This design comes from an exercise in tuning for small area, a short achievable clock period and few clock cycles per item on the open sky130 flow, not from production work. The RTL was checked by simulation tests, not by an equivalence proof against the original design.

[flow/design.v]
module flarrath_lpu (
    input             clk,
    input             rst,
    input             start,
    output            in_ready,
    input      [2:0]  op,
    input      [35:0] x,
    input      [35:0] f0,
    input      [35:0] f1,
    input      [35:0] f2,
    input      [35:0] f3,
    input      [35:0] f4,
    input      [35:0] f5,
    input      [35:0] f6,
    input      [35:0] f7,
    input      [35:0] f8,
    output reg        done,
    output reg        exc,
    output reg [35:0] result,
    output reg [2:0]  wb_en,
    output reg [35:0] wb0,
    output reg [35:0] wb1,
    output reg [35:0] wb2
);
    localparam OP_SCALE  = 3'd0;
    localparam OP_SCALEU = 3'd1;
    localparam OP_CLAMP  = 3'd2;
    localparam OP_MKDUTY = 3'd3;
    localparam OP_PIQ    = 3'd4;
    localparam OP_PIDQ   = 3'd5;
    localparam OP_SLEW   = 3'd6;
    localparam T_INT    = 4'h0;
    localparam T_Q31    = 4'h1;
    localparam T_Q16    = 4'h2;
    localparam T_Q31S   = 4'h3;
    localparam T_Q16S   = 4'h4;
    localparam T_SAMPLE = 4'h9;
    localparam T_DUTY   = 4'hA;
    localparam T_RSVC   = 4'hC;
    localparam T_RSVD   = 4'hD;
    localparam T_POISON = 4'hE;
    localparam T_EMPTY  = 4'hF;
    localparam C_SAMPLE = 3'd0;
    localparam C_INT    = 3'd1;
    localparam C_Q31F   = 3'd2;    
    localparam C_QF     = 3'd3;    
    localparam C_SAME   = 3'd4;    
    localparam [31:0] MAX32 = 32'h7FFF_FFFF;
    localparam [31:0] MIN32 = 32'h8000_0000;
    assign in_ready = 1'b1;
    reg        v1;
    reg [2:0]  r_op;
    reg [35:0] r_x;
    reg [35:0] r_f0, r_f1, r_f2, r_f3, r_f4, r_f5, r_f6, r_f7, r_f8;
    always @(posedge clk) begin
        if (rst)
            v1 <= 1'b0;
        else
            v1 <= start;
        if (start) begin
            r_op   <= op;
            r_x    <= x;
            r_f0   <= f0;
            r_f1   <= f1;
            r_f2   <= f2;
            r_f3   <= f3;
            r_f4   <= f4;
            r_f5   <= f5;
            r_f6   <= f6;
            r_f7   <= f7;
            r_f8   <= f8;
        end
    end
    wire [35:0] r_f [0:8];
    assign r_f[0] = r_f0;
    assign r_f[1] = r_f1;
    assign r_f[2] = r_f2;
    assign r_f[3] = r_f3;
    assign r_f[4] = r_f4;
    assign r_f[5] = r_f5;
    assign r_f[6] = r_f6;
    assign r_f[7] = r_f7;
    assign r_f[8] = r_f8;
    function [32:0] sat33;
        input [32:0] v;
        begin
            if (v[32] != v[31])
                sat33 = {1'b1, v[32] ? MIN32 : MAX32};
            else
                sat33 = {1'b0, v[31:0]};
        end
    endfunction
    function [32:0] sat34;
        input [33:0] v;
        begin
            if (!(v[33:31] == 3'b000 || v[33:31] == 3'b111))
                sat34 = {1'b1, v[33] ? MIN32 : MAX32};
            else
                sat34 = {1'b0, v[31:0]};
        end
    endfunction
    function [32:0] sat48;
        input [47:0] v;
        begin
            if (!(v[47:31] == {17{1'b0}} || v[47:31] == {17{1'b1}}))
                sat48 = {1'b1, v[47] ? MIN32 : MAX32};
            else
                sat48 = {1'b0, v[31:0]};
        end
    endfunction
    function [32:0] add_sat;
        input [31:0] a;
        input [31:0] b;
        begin
            add_sat = sat33({a[31], a} + {b[31], b});
        end
    endfunction
    function [32:0] sub_sat;
        input [31:0] a;
        input [31:0] b;
        begin
            sub_sat = sat33({a[31], a} - {b[31], b});
        end
    endfunction
    function [32:0] gain;
        input [31:0] e;
        input [31:0] k;
        input        k_q16;
        reg signed [63:0] prod;
        reg signed [63:0] t;
        begin
            prod = $signed(e) * $signed(k);
            if (k_q16) begin
                t    = prod + 64'sd32768;
                gain = sat48(t[63:16]);
            end else begin
                t    = prod + 64'sd1073741824;
                gain = sat33(t[63:31]);
            end
        end
    endfunction
    function is_bad;
        input [3:0] t;
        is_bad = (t == T_RSVC) || (t == T_RSVD) || (t == T_EMPTY);
    endfunction
    function is_q31f;
        input [3:0] t;
        is_q31f = (t == T_Q31) || (t == T_Q31S);
    endfunction
    function is_q16f;
        input [3:0] t;
        is_q16f = (t == T_Q16) || (t == T_Q16S);
    endfunction
    function is_s;
        input [3:0] t;
        is_s = (t == T_Q31S) || (t == T_Q16S);
    endfunction
    function class_ok;
        input [2:0] cls;
        input [3:0] t;
        input [3:0] xt;
        begin
            case (cls)
                C_SAMPLE: class_ok = (t == T_SAMPLE);
                C_INT:    class_ok = (t == T_INT);
                C_Q31F:   class_ok = is_q31f(t);
                C_QF:     class_ok = is_q31f(t) || is_q16f(t);
                default:  class_ok = (is_q31f(t) && is_q31f(xt)) ||
                                     (is_q16f(t) && is_q16f(xt));
            endcase
        end
    endfunction
    function [3:0] n_frame;
        input [2:0] o;
        case (o)
            OP_MKDUTY: n_frame = 4'd1;
            OP_PIQ:    n_frame = 4'd5;
            OP_PIDQ:   n_frame = 4'd9;
            default:   n_frame = 4'd2;
        endcase
    endfunction
    function [2:0] x_class;
        input [2:0] o;
        case (o)
            OP_SCALE, OP_SCALEU: x_class = C_SAMPLE;
            OP_CLAMP:            x_class = C_QF;
            default:             x_class = C_Q31F;
        endcase
    endfunction
    function [2:0] f_class;
        input [2:0] o;
        input [3:0] i;
        case (o)
            OP_CLAMP:  f_class = C_SAME;
            OP_MKDUTY: f_class = C_INT;
            OP_PIQ:    f_class = (i < 2) ? C_QF : C_Q31F;
            OP_PIDQ:   f_class = (i < 3) ? C_QF : C_Q31F;
            default:   f_class = C_Q31F;
        endcase
    endfunction
    wire [3:0]  xt = r_x[35:32];
    wire [31:0] xv = r_x[31:0];
    wire [3:0]  nf = n_frame(r_op);
    reg        chk_exc;
    reg [7:0]  chk_info;
    reg        chk_poison;
    reg [31:0] chk_pval;
    reg        any_s;
    integer    i;
    always @(*) begin
        chk_exc    = 1'b0;
        chk_info   = 8'h00;
        chk_poison = 1'b0;
        chk_pval   = 32'h0;
        any_s      = is_s(xt);
        for (i = 0; i < 9; i = i + 1)
            if (i < nf && is_s(r_f[i][35:32]))
                any_s = 1'b1;
        if (is_bad(xt)) begin
            chk_exc  = 1'b1;
            chk_info = {4'h0, xt};
        end else begin
            for (i = 8; i >= 0; i = i - 1)
                if (i < nf && is_bad(r_f[i][35:32])) begin
                    chk_exc  = 1'b1;
                    chk_info = {4'h3, r_f[i][35:32]};
                end
        end
        if (!chk_exc) begin
            if (xt == T_POISON) begin
                chk_poison = 1'b1;
                chk_pval   = xv;
            end else begin
                for (i = 8; i >= 0; i = i - 1)
                    if (i < nf && r_f[i][35:32] == T_POISON) begin
                        chk_poison = 1'b1;
                        chk_pval   = r_f[i][31:0];
                    end
            end
        end
        if (!chk_exc && !chk_poison) begin
            if (!class_ok(x_class(r_op), xt, xt)) begin
                chk_exc  = 1'b1;
                chk_info = {4'h0, xt};
            end else begin
                for (i = 8; i >= 0; i = i - 1)
                    if (i < nf && !class_ok(f_class(r_op, i[3:0]), r_f[i][35:32], xt)) begin
                        chk_exc  = 1'b1;
                        chk_info = {4'h3, r_f[i][35:32]};
                    end
            end
        end
    end
    wire [31:0] sc_v = (r_op == OP_SCALE) ? {xv[15:0], 16'h0000}
                                          : {1'b0, xv[15:0], 15'h0000};
    wire signed [63:0] sc_prod = $signed(sc_v) * $signed(r_f[0][31:0]);
    wire signed [63:0] sc_rnd  = sc_prod + 64'sd1073741824;
    wire [32:0] sc_q   = sc_rnd[63:31];
    wire [32:0] sc_sum = sat34({sc_q[32], sc_q} + {{2{r_f[1][31]}}, r_f[1][31:0]});
    wire signed [31:0] cl_lo = r_f[0][31:0];
    wire signed [31:0] cl_hi = r_f[1][31:0];
    wire signed [31:0] cl_x  = xv;
    wire [31:0] cl_r = (cl_lo > cl_hi) ? cl_lo :
                       (cl_x > cl_hi)  ? cl_hi :
                       (cl_x < cl_lo)  ? cl_lo : cl_x;
    wire [3:0]  cl_fam = is_q16f(xt) ? T_Q16 : T_Q31;
    wire [3:0]  cl_tag = any_s ? (is_q16f(xt) ? T_Q16S : T_Q31S) : cl_fam;
    wire [23:0] md_d = ($signed(xv) <= 0) ? 24'h000000 : xv[30:7];
    wire        is_pid = (r_op == OP_PIDQ);
    wire [35:0] kp     = r_f[0];
    wire [35:0] ki     = r_f[1];
    wire [35:0] kd     = r_f[2];
    wire [35:0] kf     = r_f[3];
    wire [31:0] umin   = is_pid ? r_f[4][31:0] : r_f[2][31:0];
    wire [31:0] umax   = is_pid ? r_f[5][31:0] : r_f[3][31:0];
    wire [31:0] integ  = is_pid ? r_f[6][31:0] : r_f[4][31:0];
    wire [31:0] dfilt  = r_f[7][31:0];
    wire [31:0] eprev  = r_f[8][31:0];
    wire [32:0] pd_d1 = sub_sat(xv, eprev);
    wire [32:0] pd_dd = gain(pd_d1[31:0], kd[31:0], is_q16f(kd[35:32]));
    wire [32:0] pd_t1 = sub_sat(pd_dd[31:0], dfilt);
    wire [32:0] pd_t2 = gain(pd_t1[31:0], kf[31:0], 1'b0);
    wire [32:0] pd_df = add_sat(dfilt, pd_t2[31:0]);
    wire        pd_s  = pd_d1[32] | pd_dd[32] | pd_t1[32] | pd_t2[32] | pd_df[32];
    wire [32:0] pi_p     = gain(xv, kp[31:0], is_q16f(kp[35:32]));
    wire [32:0] pi_g     = gain(xv, ki[31:0], is_q16f(ki[35:32]));
    wire [32:0] pi_icand = add_sat(integ, pi_g[31:0]);
    wire [31:0] pi_dterm = is_pid ? pd_df[31:0] : 32'h0;
    wire [33:0] pi_sum3  = {{2{pi_p[31]}}, pi_p[31:0]} +
                           {{2{pi_icand[31]}}, pi_icand[31:0]} +
                           {{2{pi_dterm[31]}}, pi_dterm};
    wire [32:0] pi_uraw  = sat34(pi_sum3);
    wire        pi_sat   = pi_p[32] | pi_g[32] | pi_icand[32] | pi_uraw[32] |
                           (is_pid & pd_s);
    reg [31:0] pi_u;
    reg [31:0] pi_ni;
    always @(*) begin
        if ($signed(umin) > $signed(umax)) begin
            pi_u  = umin;
            pi_ni = integ;
        end else if ($signed(pi_uraw[31:0]) > $signed(umax)) begin
            pi_u  = umax;
            pi_ni = ($signed(xv) > 0) ? integ : pi_icand[31:0];
        end else if ($signed(pi_uraw[31:0]) < $signed(umin)) begin
            pi_u  = umin;
            pi_ni = ($signed(xv) < 0) ? integ : pi_icand[31:0];
        end else begin
            pi_u  = pi_uraw[31:0];
            pi_ni = pi_icand[31:0];
        end
    end
    wire [3:0] pi_tag = (pi_sat | any_s) ? T_Q31S : T_Q31;
    wire [31:0] sl_y    = r_f[0][31:0];
    wire [31:0] sl_step = r_f[1][31] ? 32'h0 : r_f[1][31:0];
    wire [31:0] sl_nstep = -sl_step;
    wire [32:0] sl_d0   = sub_sat(xv, sl_y);
    wire [31:0] sl_d    = ($signed(sl_d0[31:0]) > $signed(sl_step))  ? sl_step  :
                          ($signed(sl_d0[31:0]) < $signed(sl_nstep)) ? sl_nstep :
                          sl_d0[31:0];
    wire [32:0] sl_ny   = add_sat(sl_y, sl_d);
    wire [3:0]  sl_tag  = (sl_d0[32] | sl_ny[32] | any_s) ? T_Q31S : T_Q31;
    reg [35:0] n_result;
    reg [2:0]  n_wb_en;
    reg [35:0] n_wb0;
    reg [35:0] n_wb1;
    reg [35:0] n_wb2;
    always @(*) begin
        n_wb_en = 3'b000;
        n_wb0   = {pi_tag, pi_ni};
        n_wb1   = {pi_tag, pd_df[31:0]};
        n_wb2   = {pi_tag, xv};
        case (r_op)
            OP_SCALE, OP_SCALEU:
                n_result = {(sc_sum[32] | any_s) ? T_Q31S : T_Q31, sc_sum[31:0]};
            OP_CLAMP:
                n_result = {cl_tag, cl_r};
            OP_MKDUTY:
                n_result = {T_DUTY, r_f[0][7:0], md_d};
            OP_PIQ: begin
                n_result = {pi_tag, pi_u};
                n_wb_en  = 3'b001;
            end
            OP_PIDQ: begin
                n_result = {pi_tag, pi_u};
                n_wb_en  = 3'b111;
            end
            default: begin
                n_result = {sl_tag, sl_ny[31:0]};
                n_wb0    = {sl_tag, sl_ny[31:0]};
                n_wb_en  = 3'b001;
            end
        endcase
        if (chk_exc) begin
            n_result = {T_INT, 24'h000000, chk_info};
            n_wb_en  = 3'b000;
        end else if (chk_poison) begin
            n_result = {T_POISON, chk_pval};
            n_wb_en  = 3'b000;
        end
    end
    always @(posedge clk) begin
        if (rst)
            done <= 1'b0;
        else
            done <= v1;
        exc    <= chk_exc;
        result <= n_result;
        wb_en  <= n_wb_en;
        wb0    <= n_wb0;
        wb1    <= n_wb1;
        wb2    <= n_wb2;
    end
endmodule
[flow/run.sh]
#!/bin/bash
# synth_recipe.tcl (not shown) runs the flow's synth.tcl, then flattens the netlist and writes it again
# the make line also repeats each setting of config.mk as NAME=value (left out here)
make -C /OpenROAD-flow-scripts/flow DESIGN_CONFIG=/design/flow/config.mk WORK_HOME=/design/flow/orfs CLKGATE_MAP_FILE= SYNTH_SCRIPT=/design/flow/synth_recipe.tcl finish
[flow/config.mk]
export PLATFORM = sky130hd
export DESIGN_NAME = flarrath_lpu
export DESIGN_NICKNAME = flarrath_lpu
export VERILOG_FILES = /design/flow/design.v
export SDC_FILE = /design/flow/constraint.sdc
export NUM_CORES = 4
export LEC_CHECK = 0
export CAP_MARGIN = 30
export CORE_MARGIN = 2
export CORE_UTILIZATION = 30
export MAX_ROUTING_LAYER = met4
export SLEW_MARGIN = 30
[flow/constraint.sdc]
create_clock -name core_clock -period 50.0 [get_ports {clk}]
set_input_delay 10.0000 -clock core_clock [delete_from_list [all_inputs] [get_ports {clk}]]
set_output_delay 10.0000 -clock core_clock [all_outputs]
set_load 0.01 [all_outputs]
==> run notes <==
## sequential cells by signal, indices dropped and copies added, names as in the netlist
| name | count |
|---|---|
| r_f7 | 36 |
| r_f0 | 36 |
| wb0 | 33 |
| r_op | 3 |
| wb1 | 32 |
| r_f5 | 36 |
| r_f8 | 36 |
| r_f4 | 36 |
| r_f1 | 36 |
| result | 36 |
| r_f2 | 36 |
| v1 | 1 |
| wb2 | 33 |
| done | 1 |
| wb_en | 2 |
| r_f3 | 36 |
| r_x | 36 |
| exc | 1 |
| r_f6 | 36 |
## Yosys cell counts (293+ instances only)
master,count,share of area (%)
sky130_fd_sc_hd__a21o_1,293,1.0
sky130_fd_sc_hd__a21oi_1,801,1.8
sky130_fd_sc_hd__and2_1,1287,3.7
sky130_fd_sc_hd__clkbuf_1,1218,2.1
sky130_fd_sc_hd__edfxtp_1,363,5.0
sky130_fd_sc_hd__fa_1,5012,46
sky130_fd_sc_hd__ha_1,1435,8.3
sky130_fd_sc_hd__inv_1,5481,9.5
sky130_fd_sc_hd__nand2_1,3716,6.4
sky130_fd_sc_hd__nor2_1,1027,1.8
sky130_fd_sc_hd__o21ai_0,629,1.4
sky130_fd_sc_hd__xnor2_1,461,1.9
## worst max path at each step
stage	depth (start not counted)	to
2_1_floorplan	190	wb0[29]$_DFF_P_
3_3_place_gp	182	result[19]$_SDFF_PN0_
3_5_place_dp	183	result[3]$_DFF_P_
4_1_cts	183	result[3]$_DFF_P_
5_1_grt	187	wb0[17]$_DFF_P_
6_report	186	wb0[17]$_DFF_P_
## layer usage
metal | global-route usage, % | part of all wire, %
met5 | - | 0
met4 | 15.1 | 7.0
met3 | 7.03 | 10
met2 | 40.5 | 45
met1 | 31.7 | 38
## cell type report
class                           count  share of cell area [%]
Multi-Input combinational cell  17500                    75.2
Sequential cell                   502                    5.75
Antenna cell                      199                   0.209
Clock inverter                     37                   0.198
Timing Repair Buffer             1091                    4.07
Clock buffer                       99                   0.914
Tap cell                         9577                    5.03
Inverter                         5493                    8.66
## worst register-to-register path, delay by kind of cell, from the launching register on
family	cells	cell delay (ps)
compound gates	91	21560
fa+ha+maj	31	13490
simple gates	32	7040
buf+inv	28	4090
xor+xnor	4	1070
flops	1	440
## per-stage QoR
stage               instances
floorplan               24800
finish                  34500
global placement        34200
detailed placement      34200
CTS                     34300
global route            34500
## cells by family after synthesis
logic type / Yosys count
compound gates: 2767
xor+xnor: 706
fa+ha+maj: 6448
buf+inv: 6833
flops: 502
mux: 99
other cells: 2
simple gates: 7480
## timing repair
| action | in CTS | in global routing |
|---|---|---|
| setup endpoints to repair | 0 | 64 |
| setup buffers | 0 | 2 |
| gates resized for setup | 0 | 22 |
==> impl_summary.txt <==
----------------------------------------------------
[Detailed routing]
  Via count ... 179000
  Violation count after the first detailed-route iteration ... 17900
  Pre-antenna DRT Iters ... 7
  Remaining antenna violation count after routing ... 0
  Mean number of vias per cell ... 5.19
  Residual DRC count ... 0
  Total wire length after detailed routing ... 947000 µm
  Post-DR wirelength/cell ... 27.4 µm

[Synth]
  Adder and majority gate portion of the synthesized area ... 54.4%
  Cells after synthesis ... 24800
  Post-synth EDFFs ... 363
  Fraction of the mapped netlist area in compound gates ... 8.12%
  Post-Synth Simple-Gate Area ... 16.0%
  Avg Synthesized Cell Area ... 8.75 µm²
  Cell area after synthesis ... 217000 µm²
  Most frequently used flop master after synthesis ... sky130_fd_sc_hd__edfxtp_1
  Largest family of logic cells by synthesized area ... adder cells
  Xor/xnor share of the synthesized area ... 2.85%
  Fraction of synthesized area in multiplexers ... 0.472%
  Fraction of registers with async set/reset ... 0%
  Sequential-to-total area share from yosys stat ... 6.30%
  Ys Warns ... 1
  Post-synthesis cell type count ... 109
  Total of flip-flops plus latches after synthesis ... 502

[Floorplan]
  Total core area ... 722000 µm²
  Die W ... 855 µm
  Vertical die dimension ... 855 µm
  Starting density of the core ... 30.1%
  Full die area ... 731000 µm²
  Number of top-level design ports ... 516
  Number of placement rows ... 312

[Critical path]
  Required time of the critical path ... 50810 ps
  Critical path fanouts, max ... 59
  Critical Path End Type ... flop
  Top cell family by delay on the critical path ... compound AO/OA/AOI/OAI gates
  Critical path startpoint ... r_x[2]$_DFFE_PP_
  Launch instance of the worst register-to-register path ... r_x[2]$_DFFE_PP_
  Slowest stage cell, crit path ... sky130_fd_sc_hd__or4b_4
  Worst path buffer plus inverter count ... 28
  Delay contributed by the slowest stage of the critical path ... 730 ps
  Worst reg2reg path endpoint ... wb0[17]$_DFF_P_
  Data arrival time of the worst path ... 48620 ps
  Startpoint-to-endpoint class of the critical path ... reg2reg
  Startpoint type of the worst setup path ... flop
  Reg2reg path depth ... 186
  Cell occurring most often along the worst timing path ... sky130_fd_sc_hd__o21ai_0
  Worst-case register-to-register setup slack ... 2200 ps

[CTS]
  CTS clock-pin slew for the worst setup and hold paths ... 80 ps
  Clock root buffer master ... sky130_fd_sc_hd__clkbuf_16
  Clock insertion delay at the later pin of the skew report ... 930 ps
  CTS H-tree lvls ... 3
  CTS tree ... built
  Number of CTS-inserted buffers ... 77
  Maximum buffer depth of the clock tree ... 4
  Total number of clock tree sinks ... 502
  Hold-fix buffer count after cts ... 0

[STA]
  Worst clock skew ... 118 ps
  Actual slew at the worst max-slew pin ... 1230 ps
  Number of pins with negative max-slew slack in the final report ... 0
  Ratio of final minimum period to clock period ... 95.6%
  Clock period minus worst slack ... 47810 ps
  Post-route setup TNS ... 0 ps
  Max-Slew Margin vs Limit ... 17.3%
  Worst hold slack ... 378 ps
  Number of setup violations in the final report ... 0
  Min setup slack post-route ... 2200 ps
  Final number of hold-violating endpoints ... 0
  Unrepaired setup endpoints after global routing ... no
  Maximum frequency from static timing analysis ... 20.9 MHz

[Place]
  IO Port Bufs ... 505
  Placed wire-length estimate after detailed placement ... 773000 µm
  Placement Setup Slack ... 1160 ps
  Placer's final routability congestion estimate ... 1.06
  Placement-stage cell area ... 235000 µm²

[Hold path]
  Capture endpoint of the worst hold path ... wb2[9]$_DFF_P_
  Startpoint of the lowest-slack hold path ... r_x[9]$_DFFE_PP_
  Hold/Removal Path Class ... reg2reg
  Hold Path Depth ... 0

[Final layout]
  Area overhead of the layout relative to synthesis ... 9.52%
  Fraction of the core area covered by cells at the end of the flow ... 33.0%
  Register area ... 13700 µm²
  Commonest non-fill, non-tap cell in the layout ... sky130_fd_sc_hd__inv_1
  Commonest cells after routing, fill and taps aside ... sky130_fd_sc_hd__inv_1 (5479), sky130_fd_sc_hd__fa_1 (5008), sky130_fd_sc_hd__nand2_1 (3714)
  # fillers ... 75200
  Number of nets in the finished design ... 31500
  Final std cell area, no fill ... 238000 µm²
  Share of final-layout standard cells stronger than drive strength 1 ... 4.17%
  Multi-input gate area ... 179000 µm²

[Flow run]
  Max-Cap Viols ... 0

[Global routing]
  Total gr overflow ... 0
  GR Util All Layers ... 26.5%
  Vias in the first global route ... 188000
  Antenna violations before repair ... 162
  Pin count of the biggest net entering global routing ... 95
  Global-route wire length before repair ... 1360000 µm

[Status]
  Status ... timing/DRC/antenna clean

----------------------------------------------------
Testbench counts, summed over its fixed seeds: cycles 80,016, items 80,000.

## port drivers added, routing unchanged
In the flow no input, the clock included, has a driving cell. The finished layout below was timed again as built, in two steps. Step 1, drivers: a clkbuf_16 drives clk and a buf_2 each remaining input, both assumed. Step 2 also shifts input and output timing later by t, the mid clock arrival at the registers, as if the neighbouring blocks saw the same clock. Slacks: no drivers / after step 1 / after step 2; pairs: no drivers / after step 1.
t (ns): 0.997
setup WS [ns]: 2.195 / 2.195 / 2.195
cell pins on the clock port's net: 1
After both steps this run still meets setup and hold. For this run, drivers alone change the setup slack by 0.000 ns; drivers and shift together by 0.000 ns.
